What follows belongs to an exercise in optimizing a design on an open flow for small area, a short achievable clock period and few clock cycles per item; a production flow would make more cautious choices.
The RTL was checked by simulation tests, not by an equivalence proof against the original design.

<file path="design/flow/run.sh">
#!/bin/bash
# synth_recipe.tcl (not shown) runs the flow's synth.tcl, then flattens the netlist and writes it again
# the make line also repeats each setting of config.mk as NAME=value (left out here)
make -C /OpenROAD-flow-scripts/flow DESIGN_CONFIG=/design/flow/config.mk WORK_HOME=/design/flow/orfs CLKGATE_MAP_FILE= SYNTH_SCRIPT=/design/flow/synth_recipe.tcl finish
</file>
<file path="design/flow/config.mk">
export PLATFORM = sky130hd
export DESIGN_NAME = nsu_top
export DESIGN_NICKNAME = nsu_top
export VERILOG_FILES = /design/flow/design.v
export SDC_FILE = /design/flow/constraint.sdc
export NUM_CORES = 4
export LEC_CHECK = 0
export CAP_MARGIN = 20
export CORE_MARGIN = 2
export CORE_UTILIZATION = 40
export SLEW_MARGIN = 20
</file>
<file path="design/flow/constraint.sdc">
create_clock -name core_clock -period 85.0 [get_ports {clk}]
set_input_delay 17.0000 -clock core_clock [delete_from_list [all_inputs] [get_ports {clk}]]
set_output_delay 17.0000 -clock core_clock [all_outputs]
set_load 0.01 [all_outputs]
</file>
<file path="design/flow/design.v">
module nsu_ramp_div (
    input  wire signed [13:0] x,
    input  wire        [5:0]  bl,
    output wire        [7:0]  q,
    output wire        [5:0]  r,
    output wire               ge0,    
    output wire               gep,    
    output wire               gem,    
    output wire               xm1,    
    output wire               xeq     
);
    wire signed [14:0] c = {x[13], x} - $signed({9'd0, bl});
    assign ge0 = !c[14];
    assign gep = !c[14] || (c == -15'sd1);
    assign gem = !c[14] && (c != 15'sd0);
    assign xeq = c == 15'sd0;
    assign xm1 = x == -14'sd1;
    reg [6:0] rem;
    reg [7:0] t;
    reg [7:0] qq;
    integer i;
    always @(*) begin
        t     = {1'b0, x[5:0], 1'b1} - {2'b00, bl};
        qq[7] = !t[7];
        rem   = qq[7] ? t[6:0] : {x[5:0], 1'b1};
        for (i = 6; i >= 0; i = i - 1) begin
            t     = {rem[5:0], 1'b0} - {2'b00, bl};
            qq[i] = !t[7];
            rem   = qq[i] ? t[6:0] : {rem[5:0], 1'b0};
        end
    end
    assign q = qq;
    assign r = rem[5:0];
endmodule
module nsu_ramp_adj (
    input  wire [5:0] bl,
    input  wire [7:0] q,
    input  wire [5:0] r,
    input  wire       ge0, gep, gem, xm1, xeq,
    output wire [8:0] w_m,
    output wire [8:0] w_0,
    output wire [8:0] w_p
);
    reg [7:0] k, f, g;
    reg [5:0] s, t;
    integer j;
    always @(*) begin
        k = 8'd0; s = 6'd0; t = 6'd0; f = 8'd0; g = 8'd0;
        for (j = 1; j < 64; j = j + 1)
            if (bl == j) begin
                k = (256 / j) % 256;
                s = 256 % j;
                t = j - (256 % j);
                f = 128 / j;
                g = ((2 * j - 1) * 128) / j;
            end
    end
    wire [7:0] up = q + k + {7'd0, r >= t};
    wire [7:0] dn = q - k - {7'd0, r < s};
    assign w_0 = ge0 ? 9'd256 : {1'b0, q};
    assign w_p = gep ? 9'd256 : xm1 ? {1'b0, f} : {1'b0, up};
    assign w_m = gem ? 9'd256 : xeq ? {1'b0, g} : {1'b0, dn};
endmodule
module nsu_ew (
    input  wire       in_range,
    input  wire [8:0] w_lo,
    input  wire [8:0] w_hi,
    output wire [8:0] ew
);
    assign ew = !in_range ? 9'd0 : (w_hi < w_lo) ? w_hi : w_lo;
endmodule
module nsu_dens (
    input  wire [11:0] tone,
    input  wire [8:0]  ew,
    input  wire        half,
    output wire [11:0] dens
);
    wire [19:0] p  = tone * ew[7:0] + 20'd128;
    wire [11:0] d1 = ew[8] ? tone : p[19:8];
    wire [12:0] d2 = {1'b0, d1} + 13'd1;
    assign dens = half ? d2[12:1] : d1;
endmodule
module nsu_share (
    input  wire [11:0] dens,
    input  wire [8:0]  w,
    output wire [13:0] share
);
    wire [20:0] p = dens * w + 21'd64;
    assign share = p[20:7];
endmodule
module nsu_top (
    input  wire        clk,
    input  wire        rst,             
    input  wire        in_valid,
    output reg         in_ready,
    input  wire [1:0]  in_pair_mode,
    input  wire [2:0]  in_rows_m1,
    input  wire [11:0] in_npr_m1,
    input  wire [2:0]  in_row,
    input  wire [11:0] in_col,
    input  wire [23:0] in_edge,
    input  wire [23:0] in_noz,
    input  wire [3:0]  in_st_l,
    input  wire [3:0]  in_st_r,
    input  wire [3:0]  in_st_ll,
    input  wire [3:0]  in_st_rr,
    input  wire [3:0]  in_st_tq,
    input  wire [3:0]  in_st_tl,
    input  wire [3:0]  in_st_tr,
    input  wire [2:0]  in_own_q,
    input  wire [2:0]  in_own_l,
    input  wire [2:0]  in_own_r,
    input  wire [2:0]  in_own_ll,
    input  wire [2:0]  in_own_rr,
    input  wire [3:0]  in_ln_par,
    input  wire [3:0]  in_live,
    input  wire [11:0] in_tone_q,
    input  wire [11:0] in_tone_l,
    input  wire [11:0] in_tone_r,
    input  wire [15:0] in_take_w,
    input  wire [83:0] in_thr,
    input  wire [1:0]  in_rung,
    input  wire [23:0] in_rung_map,
    input  wire [2:0]  in_pre,
    output reg         out_valid,
    input  wire        out_ready,
    output wire [2:0]  out_code
);
    localparam [3:0] ST_OK = 4'd0, ST_WEAK = 4'd1, ST_DEAD = 4'd2, ST_TRT = 4'd4;
    reg [1:0]  pm;   reg [2:0] rows_m1; reg [11:0] npr_m1; reg [2:0] row;
    reg [11:0] col;  reg [23:0] edge_w; reg [23:0] noz;
    reg [3:0]  st_l, st_r, st_ll, st_rr, st_tq, st_tl, st_tr;
    reg [2:0]  own_q, own_l, own_r, own_ll, own_rr;
    reg [3:0]  ln_par, live;
    reg [11:0] tone_q, tone_l, tone_r;
    reg [15:0] take_w; reg [83:0] thr0; reg [1:0] rung; reg [23:0] rmap; reg [2:0] pre;
    always @(posedge clk) begin
        pm <= in_pair_mode; rows_m1 <= in_rows_m1; npr_m1 <= in_npr_m1; row <= in_row;
        col <= in_col; edge_w <= in_edge; noz <= in_noz;
        st_l <= in_st_l; st_r <= in_st_r; st_ll <= in_st_ll; st_rr <= in_st_rr;
        st_tq <= in_st_tq; st_tl <= in_st_tl; st_tr <= in_st_tr;
        own_q <= in_own_q; own_l <= in_own_l; own_r <= in_own_r; own_ll <= in_own_ll; own_rr <= in_own_rr;
        ln_par <= in_ln_par; live <= in_live;
        tone_q <= in_tone_q; tone_l <= in_tone_l; tone_r <= in_tone_r;
        take_w <= in_take_w; thr0 <= in_thr; rung <= in_rung; rmap <= in_rung_map; pre <= in_pre;
    end
    wire ex_l  = col != 12'd0;
    wire ex_r  = col < npr_m1;
    wire ex_ll = col > 12'd1;
    wire ex_rr = ({1'b0, col} + 13'd2) <= {1'b0, npr_m1};
    wire has_tw = (pm != 2'd0) && ((row ^ 3'd1) <= rows_m1);
    wire [3:0] st_q = noz[3:0];
    wire acc_q  = st_q  == ST_OK;
    wire acc_l  = st_l  == ST_OK;
    wire acc_r  = st_r  == ST_OK;
    wire acc_ll = st_ll == ST_OK;
    wire acc_rr = st_rr == ST_OK;
    wire own_ql  = (own_q[2] == own_l[2])  && (!own_q[2] || own_q[1:0] == own_l[1:0]);
    wire own_qr  = (own_q[2] == own_r[2])  && (!own_q[2] || own_q[1:0] == own_r[1:0]);
    wire own_lll = (own_l[2] == own_ll[2]) && (!own_l[2] || own_l[1:0] == own_ll[1:0]);
    wire own_rrr = (own_r[2] == own_rr[2]) && (!own_r[2] || own_r[1:0] == own_rr[1:0]);
    wire [5:0] trim_l  = edge_w[23:18];
    wire [5:0] blend_l = edge_w[17:12];
    wire [5:0] trim_h  = edge_w[11:6];
    wire [5:0] blend_h = edge_w[5:0];
    wire signed [13:0] a_q = $signed({2'b00, col}) - $signed({8'd0, trim_l});
    wire signed [13:0] b_q = $signed({2'b00, npr_m1}) - $signed({2'b00, col})
                           - $signed({8'd0, trim_h});
    wire rng_q  = !a_q[13] && !b_q[13];
    wire rng_l  = (a_q >= 14'sd1)  && (b_q >= -14'sd1);
    wire rng_r  = (a_q >= -14'sd1) && (b_q >= 14'sd1);
    wire rng_ll = (a_q >= 14'sd2)  && (b_q >= -14'sd2);
    wire rng_rr = (a_q >= -14'sd2) && (b_q >= 14'sd2);
    wire [7:0] dq_lo, dq_hi;
    wire [5:0] dr_lo, dr_hi;
    wire ge0_lo, gep_lo, gem_lo, xm1_lo, xeq_lo;
    wire ge0_hi, gep_hi, gem_hi, xm1_hi, xeq_hi;
    nsu_ramp_div u_div_lo (.x(a_q), .bl(blend_l), .q(dq_lo), .r(dr_lo),
        .ge0(ge0_lo), .gep(gep_lo), .gem(gem_lo), .xm1(xm1_lo), .xeq(xeq_lo));
    nsu_ramp_div u_div_hi (.x(b_q), .bl(blend_h), .q(dq_hi), .r(dr_hi),
        .ge0(ge0_hi), .gep(gep_hi), .gem(gem_hi), .xm1(xm1_hi), .xeq(xeq_hi));
    wire pre_ok_q = rng_q && (ge0_lo || dq_lo > 8'd128) && (ge0_hi || dq_hi >= 8'd128);
    wire gives_q = has_tw && (st_tq == ST_DEAD || st_tq == ST_TRT) && acc_q;
    wire gives_l = has_tw && (st_tl == ST_DEAD || st_tl == ST_TRT) && acc_l;
    wire gives_r = has_tw && (st_tr == ST_DEAD || st_tr == ST_TRT) && acc_r;
    wire par_q = (row[0] == ln_par[own_q[1:0]]);
    wire par_l = (row[0] == ln_par[own_l[1:0]]);
    wire par_r = (row[0] == ln_par[own_r[1:0]]);
    wire rwf_q = !has_tw || gives_q || (pm == 2'd1 && !row[0]) || (pm == 2'd3 && par_q);
    wire rwf_l = !has_tw || gives_l || (pm == 2'd1 && !row[0]) || (pm == 2'd3 && par_l);
    wire rwf_r = !has_tw || gives_r || (pm == 2'd1 && !row[0]) || (pm == 2'd3 && par_r);
    wire rwh_q = has_tw && !gives_q && pm == 2'd2;
    wire rwh_l = has_tw && !gives_l && pm == 2'd2;
    wire rwh_r = has_tw && !gives_r && pm == 2'd2;
    wire dead_l = ex_l && st_l == ST_DEAD && (!has_tw || st_tl != ST_OK);
    wire dead_r = ex_r && st_r == ST_DEAD && (!has_tw || st_tr != ST_OK);
    wire elig_q_l  = acc_q  && rng_q  && own_ql;
    wire elig_q_r  = acc_q  && rng_q  && own_qr;
    wire elig_ll_l = ex_ll  && acc_ll && rng_ll && own_lll;
    wire elig_rr_r = ex_rr  && acc_rr && rng_rr && own_rrr;
    wire [7:0] left_w  = take_w[15:8];
    wire [7:0] right_w = take_w[7:0];
    wire [8:0] wsh_l = !(dead_l && elig_q_l) ? 9'd0
                     : {1'b0, right_w} + (elig_ll_l ? 9'd0 : {1'b0, left_w});
    wire [8:0] wsh_r = !(dead_r && elig_q_r) ? 9'd0
                     : {1'b0, left_w} + (elig_rr_r ? 9'd0 : {1'b0, right_w});
    reg [2:0] cmax;
    always @(*) begin
        case (rung)
            2'd0:    cmax = 3'd7;
            2'd1:    cmax = 3'd3;
            default: cmax = 3'd1;
        endcase
    end
    wire pre_twin = !has_tw || gives_q || (pm == 2'd1 && !row[0]) || (pm[1] && par_q);
    wire [2:0] pre_raw  = (pre_ok_q && pre_twin) ? pre : 3'd0;
    wire [2:0] pre_code = (pre_raw > cmax) ? cmax : pre_raw;
    wire fires  = (st_q == ST_OK) || (st_q == ST_WEAK);
    wire gate   = fires && own_q[2] && live[own_q[1:0]];
    reg  [23:0] table1;
    reg  [2:0]  mc;
    integer j;
    always @(*) begin
        table1[2:0] = gate ? pre_code : 3'd0;
        for (j = 1; j < 8; j = j + 1) begin
            mc = (rmap[3*j +: 3] > cmax) ? cmax : rmap[3*j +: 3];
            table1[3*j +: 3] = !gate ? 3'd0 : (mc > pre_code) ? mc : pre_code;
        end
    end
    reg [11:0] a_tone_q, a_tone_l, a_tone_r;
    reg [7:0]  a_dq_lo, a_dq_hi;
    reg [5:0]  a_dr_lo, a_dr_hi, a_bl, a_bh;
    reg [4:0]  a_fl_lo, a_fl_hi;
    reg        a_rng_q, a_rng_l, a_rng_r;
    reg        a_zq, a_zl, a_zr, a_hq, a_hl, a_hr;
    reg [8:0]  a_wsh_l, a_wsh_r;
    reg [11:0] a_gain; reg [7:0] a_off;
    reg [83:0] a_thr; reg [23:0] a_table;
    always @(posedge clk) begin
        a_tone_q <= tone_q; a_tone_l <= tone_l; a_tone_r <= tone_r;
        a_dq_lo <= dq_lo; a_dq_hi <= dq_hi; a_dr_lo <= dr_lo; a_dr_hi <= dr_hi;
        a_bl <= blend_l; a_bh <= blend_h;
        a_fl_lo <= {ge0_lo, gep_lo, gem_lo, xm1_lo, xeq_lo};
        a_fl_hi <= {ge0_hi, gep_hi, gem_hi, xm1_hi, xeq_hi};
        a_rng_q <= rng_q; a_rng_l <= rng_l; a_rng_r <= rng_r;
        a_zq <= !(rwf_q || rwh_q);
        a_zl <= !(rwf_l || rwh_l) || !own_ql;
        a_zr <= !(rwf_r || rwh_r) || !own_qr;
        a_hq <= rwh_q; a_hl <= rwh_l; a_hr <= rwh_r;
        a_wsh_l <= wsh_l; a_wsh_r <= wsh_r;
        a_gain <= noz[23:12]; a_off <= noz[11:4];
        a_thr <= thr0; a_table <= table1;
    end
    wire [8:0] wlo_m, wlo_0, wlo_p, whi_m, whi_0, whi_p;
    nsu_ramp_adj u_adj_lo (.bl(a_bl), .q(a_dq_lo), .r(a_dr_lo),
        .ge0(a_fl_lo[4]), .gep(a_fl_lo[3]), .gem(a_fl_lo[2]), .xm1(a_fl_lo[1]), .xeq(a_fl_lo[0]),
        .w_m(wlo_m), .w_0(wlo_0), .w_p(wlo_p));
    nsu_ramp_adj u_adj_hi (.bl(a_bh), .q(a_dq_hi), .r(a_dr_hi),
        .ge0(a_fl_hi[4]), .gep(a_fl_hi[3]), .gem(a_fl_hi[2]), .xm1(a_fl_hi[1]), .xeq(a_fl_hi[0]),
        .w_m(whi_m), .w_0(whi_0), .w_p(whi_p));
    wire [8:0] ew_q, ew_l, ew_r;
    nsu_ew u_ew_q (.in_range(a_rng_q && !a_zq), .w_lo(wlo_0), .w_hi(whi_0), .ew(ew_q));
    nsu_ew u_ew_l (.in_range(a_rng_l && !a_zl), .w_lo(wlo_m), .w_hi(whi_p), .ew(ew_l));
    nsu_ew u_ew_r (.in_range(a_rng_r && !a_zr), .w_lo(wlo_p), .w_hi(whi_m), .ew(ew_r));
    wire [11:0] dens_q, dens_l, dens_r;
    nsu_dens u_dens_q (.tone(a_tone_q), .ew(ew_q), .half(a_hq), .dens(dens_q));
    nsu_dens u_dens_l (.tone(a_tone_l), .ew(ew_l), .half(a_hl), .dens(dens_l));
    nsu_dens u_dens_r (.tone(a_tone_r), .ew(ew_r), .half(a_hr), .dens(dens_r));
    wire [13:0] share_l, share_r;
    nsu_share u_share_l (.dens(dens_l), .w(a_wsh_l), .share(share_l));
    nsu_share u_share_r (.dens(dens_r), .w(a_wsh_r), .share(share_r));
    wire [15:0] d_sum = {4'd0, dens_q} + {2'd0, share_l} + {2'd0, share_r};
    wire [11:0] d_cap = (d_sum > 16'd4095) ? 12'd4095 : d_sum[11:0];
    reg [11:0] b_d, b_gain; reg [7:0] b_off; reg [83:0] b_thr; reg [23:0] b_table;
    always @(posedge clk) begin
        b_d <= d_cap; b_gain <= a_gain; b_off <= a_off; b_thr <= a_thr; b_table <= a_table;
    end
    wire [24:0] p_gain = b_d * b_gain + 25'd1024;
    wire signed [15:0] d_corr = $signed({2'b00, p_gain[24:11]}) + ($signed(b_off) * 16'sd4);
    reg  [11:0] d_fin;
    always @(*) begin
        if (b_d == 12'd0)             d_fin = 12'd0;
        else if (d_corr < 0)          d_fin = 12'd0;
        else if (d_corr > 16'sd4095)  d_fin = 12'd4095;
        else                          d_fin = d_corr[11:0];
    end
    integer i;
    reg [2:0] lvl;
    always @(*) begin
        lvl = 3'd0;
        for (i = 0; i < 7; i = i + 1)
            if (d_fin > b_thr[12*i +: 12])
                lvl = lvl + 3'd1;
    end
    wire [2:0] code = b_table[3*lvl +: 3];
    localparam integer QN = 5;
    wire acc  = in_valid && in_ready;
    wire take = out_valid && out_ready;
    reg  v0, va, vb;
    reg  [2:0] cnt;                  
    reg  [2:0] qcnt;                 
    reg  [2:0] qe [0:QN-1];
    wire [2:0] cnt_n  = cnt + {2'd0, acc} - {2'd0, take};
    wire [2:0] qcnt_t = qcnt - {2'd0, take};
    wire [2:0] qcnt_n = qcnt_t + {2'd0, vb};
    integer m;
    always @(posedge clk) begin
        if (rst) begin
            v0 <= 1'b0; va <= 1'b0; vb <= 1'b0;
            cnt <= 3'd0; in_ready <= 1'b1;
            qcnt <= 3'd0; out_valid <= 1'b0;
        end else begin
            v0 <= acc; va <= v0; vb <= va;
            cnt <= cnt_n;
            in_ready <= cnt_n < QN;
            qcnt <= qcnt_n;
            out_valid <= qcnt_n != 3'd0;
        end
    end
    always @(posedge clk) begin
        for (m = 0; m < QN; m = m + 1) begin
            if (vb && qcnt_t == m)
                qe[m] <= code;
            else if (take)
                qe[m] <= (m < QN - 1) ? qe[(m < QN - 1) ? m + 1 : m] : qe[m];
        end
    end
    assign out_code = qe[0];
endmodule
</file>
==> impl_metrics.json <==
{
  "skew_ns": 0.0331,
  "area_growth_pct": 14.1,
  "track_usage": 0.190,
  "slew_headroom": 0.294,
  "dp_hpwl_mm": 105,
  "place.gp.congestion": 0.885,
  "critPathKind": "register to register",
  "grt_max_degree": 59,
  "syn_area_mm2": 0.0550,
  "first_pass_iters": 7,
  "whs_ns": 0.321,
  "status": "timing/DRC/antenna clean",
  "placed_area_mm2": 0.0599,
  "num_rows": 136,
  "die_w_um": 375,
  "coreArea_mm2": 0.137,
  "postLayoutCellArea_mm2": 0.0628,
  "synth_cells": 6046,
  "cts_buffers": 80,
  "synth.avg_cell_area_um2": 9.10,
  "finalCriticalPeriod_ns": 22.43,
  "wl_per_cell_um": 16.3,
  "h-tree-depth": 3,
  "clk_pin_slew_ns": 0.06,
  "synth-main-ff-cell": "dfxtp_1",
  "crit_required_ns": 85.56,
  "io_buffer_count": 301,
  "synth_nets": 7495,
  "cts_resized": 0,
  "ys_ff_latch": 700,
  "antenna_found_initial": 5,
  "tns_ns": 0,
  "overflow": 0,
  "num_antenna_cells": 0,
  "layout.nets": 7739,
  "report.final.hold_viol_count": 0,
  "hold_buffers": 0,
  "io_pins": 305,
  "first_iter_violations": 2364,
  "grt_pass1_wl_mm": 217,
  "drv_cap": 0,
  "timing.final.crit_share": 0.264,
  "initial_core_util": 0.401,
  "yosysWarnings": 4,
  "vias": 41700,
  "synth_cell_types": 101,
  "layout-drive-gt1-share": 0.0494,
  "worstSetupEndpointType": "register",
  "synthArstFlopShare": 0,
  "cts_max_path_buffers": 3,
  "detail_route.vias_per_cell": 5.12,
  "synth_edf_count": 15,
  "rsz0062_at_grt": "no",
  "ctsRootBufferMaster": "clkbuf_16",
  "cts_sinks": 700,
  "routed_wl_mm": 133,
  "slew_violations": 0,
  "die_area_mm2": 0.140,
  "ant_nets": 0,
  "max_freq_mhz": 44.6,
  "cp_max_fo": 54,
  "cts_tree": "done",
  "drc": 0,
  "hold_path_class": "register to register",
  "startpoint_type": "register",
  "post_cts_buffers": 0,
  "cp_slowest_cell": "nor2_1",
  "max_stage_delay_ns": 0.79,
  "clk_latency_ns": 0.69,
  "synth-seq-area-share": 0.258,
  "dieHeight_um": 375,
  "setup-violations-final": 0,
  "grt_pass1_vias": 41900,
  "crit_arrival_ns": 22.99,
  "worst_pin_slew_ns": 1.05
}
area by class of cell:
type | count | area (µm²)
clock buffers | 96 | 2180
clock inverters | 48 | 663
fillers | 13100 | 74200
inverters | 791 | 2970
multi-input cells | 4370 | 37200
flip-flops and latches | 700 | 14200
well taps | 1794 | 2240
repair buffers | 347 | 3360
cell usage in the layout (no fill, tap or decap), types with 12 or more instances in the layout:
master           netlist  final
nand3_1               65     64
or2_2                 31     31
nand2_1              480    480
a21boi_0              16     16
xnor2_1              155    155
inv_1                781    781
ha_1                 697    697
nor2_1               363    363
a21o_1               114    114
fa_1                 452    452
nor2b_1              109    109
o22ai_1               15     15
buf_4                  0     46
a211oi_1              53     53
dfxtp_1              685    685
o21a_1                45     45
or3_1                 26     26
mux2i_1               45     45
a221oi_1              13     13
o21ai_1               13     15
nor3_1               101    101
edfxtp_1              15     15
a31oi_1               22     22
and3_1                45     45
nand2b_1              84     84
a22oi_1               13     13
clkdlybuf4s50_1        0    301
o211ai_1              28     28
or4_1                 12     12
o21bai_1              40     40
o31ai_1               18     18
xor2_1                93     93
nor4_1                18     18
clkbuf_16              0     81
o21ai_0              239    237
a21oi_1              317    313
and2_1               347    347
mux2_2                41     41
nand4_1               57     57
synthesized netlist by cell type (12+ instances only):
library cell | number | area share
inv_1 | 781 | 0.053
ha_1 | 697 | 0.16
dfxtp_1 | 685 | 0.25
nand2_1 | 480 | 0.033
fa_1 | 452 | 0.16
nor2_1 | 363 | 0.025
and2_1 | 347 | 0.039
a21oi_1 | 317 | 0.029
o21ai_0 | 239 | 0.022
clkbuf_1 | 170 | 0.012
xnor2_1 | 155 | 0.025
a21o_1 | 114 | 0.016
nor2b_1 | 109 | 0.012
nor3_1 | 101 | 0.0092
xor2_1 | 93 | 0.015
nand2b_1 | 84 | 0.0096
nand3_1 | 65 | 0.0059
nand4_1 | 57 | 0.0065
a211oi_1 | 53 | 0.0072
and3_1 | 45 | 0.0051
mux2i_1 | 45 | 0.0082
o21a_1 | 45 | 0.0061
mux2_2 | 41 | 0.0084
o21bai_1 | 40 | 0.0055
or2_2 | 31 | 0.0035
o211ai_1 | 28 | 0.0038
or3_1 | 26 | 0.0030
a31oi_1 | 22 | 0.0025
nor4_1 | 18 | 0.0020
o31ai_1 | 18 | 0.0025
a21boi_0 | 16 | 0.0022
edfxtp_1 | 15 | 0.0082
o22ai_1 | 15 | 0.0017
a221oi_1 | 13 | 0.0021
a22oi_1 | 13 | 0.0018
o21ai_1 | 13 | 0.0012
buf_1 | 12 | 0.00082
or4_1 | 12 | 0.0016
registers in the layout, summed over array words and instances, names as in the netlist, 15 cells and up:
signal and flops:
a_table 24, a_thr 84, b_table 24, b_thr 84, edge_w 24, noz 24, qe 15, rmap 21
take_w 16, thr0 84
worst max-delay path, delay by kind of cell, from the launching register on:
kind                       cells  cell delay (ns)
and+or+nand+nor               26             4.57
AOI/OAI and AO/OA             30             7.04
muxes                          3             1.18
DFF                            1             0.31
buffers and inverters          7             1.28
adders and majority gates     17             7.27
xor gates and xnor gates       3             0.59
layer usage:
| layer | vias to the layer above | share of wire | routed length (µm) | GRT usage |
|---|---|---|---|---|
| li1 | 20700 | - | - | - |
| met1 | 19900 | 0.46 | 60600 | 0.250 |
| met4 | 6 | 0.028 | 3700 | 0.0589 |
| met5 | - | 0.00030 | 40 | 0 |
| met3 | 203 | 0.053 | 7080 | 0.0346 |
| met2 | 961 | 0.46 | 61600 | 0.316 |
metrics by stage:
stage | setup slack, ns | util | std cells
final | 62.57 | 0.458 | 8146
after global routing | 61.02 | 0.458 | 8146
after CTS | 62.61 | 0.458 | 8146
after detailed placement | 62.69 | 0.437 | 8002
after global placement | 62.90 | 0.437 | 8002
after floorplan | 66.22 | - | 6046
final timing paths:
check | from | endpoint | slack (ns) | cells after the start
setup / recovery | a_bh[3] | b_d[2] | 62.57 | 86
hold / removal | tone_r[11] | a_tone_r[11] | 0.32 | 0
setup reg to reg | a_bh[3] | b_d[2] | 62.57 | 86
hold reg to reg | tone_r[11] | a_tone_r[11] | 0.32 | 0
cell families (layout without fill, tap and decap cells):
family                     Yosys count  after routing  synth area share
and+or+nand+nor                   1764           1764             0.160
DFF                                700            700             0.258
AOI/OAI and AO/OA                 1106           1106             0.131
muxes                              103            103            0.0224
buffers and inverters              976           1282            0.0668
adders and majority gates         1149           1149             0.323
xor gates and xnor gates           248            248            0.0395
Testbench counts, summed over its fixed seeds: cycles 24,032, items 24,000.

## separate check: timing with driven ports
The flow's constraints put no driver on any port. The routed layout listed below was extracted and timed again, unchanged, in two steps. Step 1: set_driving_cell puts a clkbuf_16 on clk and a buf_2 on each other input, an assumption about the parent block. Step 2 also shifts input and output timing later by t, the mid clock arrival at the registers, as if the neighbouring blocks saw the same clock. Three values: ideal, step 1, step 2; two values: the first two.
t (ns): 0.751
slack for setup (ns): 62.572 / 62.572 / 62.572
worst setup path after step 2: register to register
latest minus earliest clock arrival (ns): 0.036 / 0.036
worst data-port slew with drivers (ns): 0.11
After both steps this run still meets setup and hold. For this run, drivers alone change the setup slack by 0.000 ns; drivers and shift together by 0.000 ns.
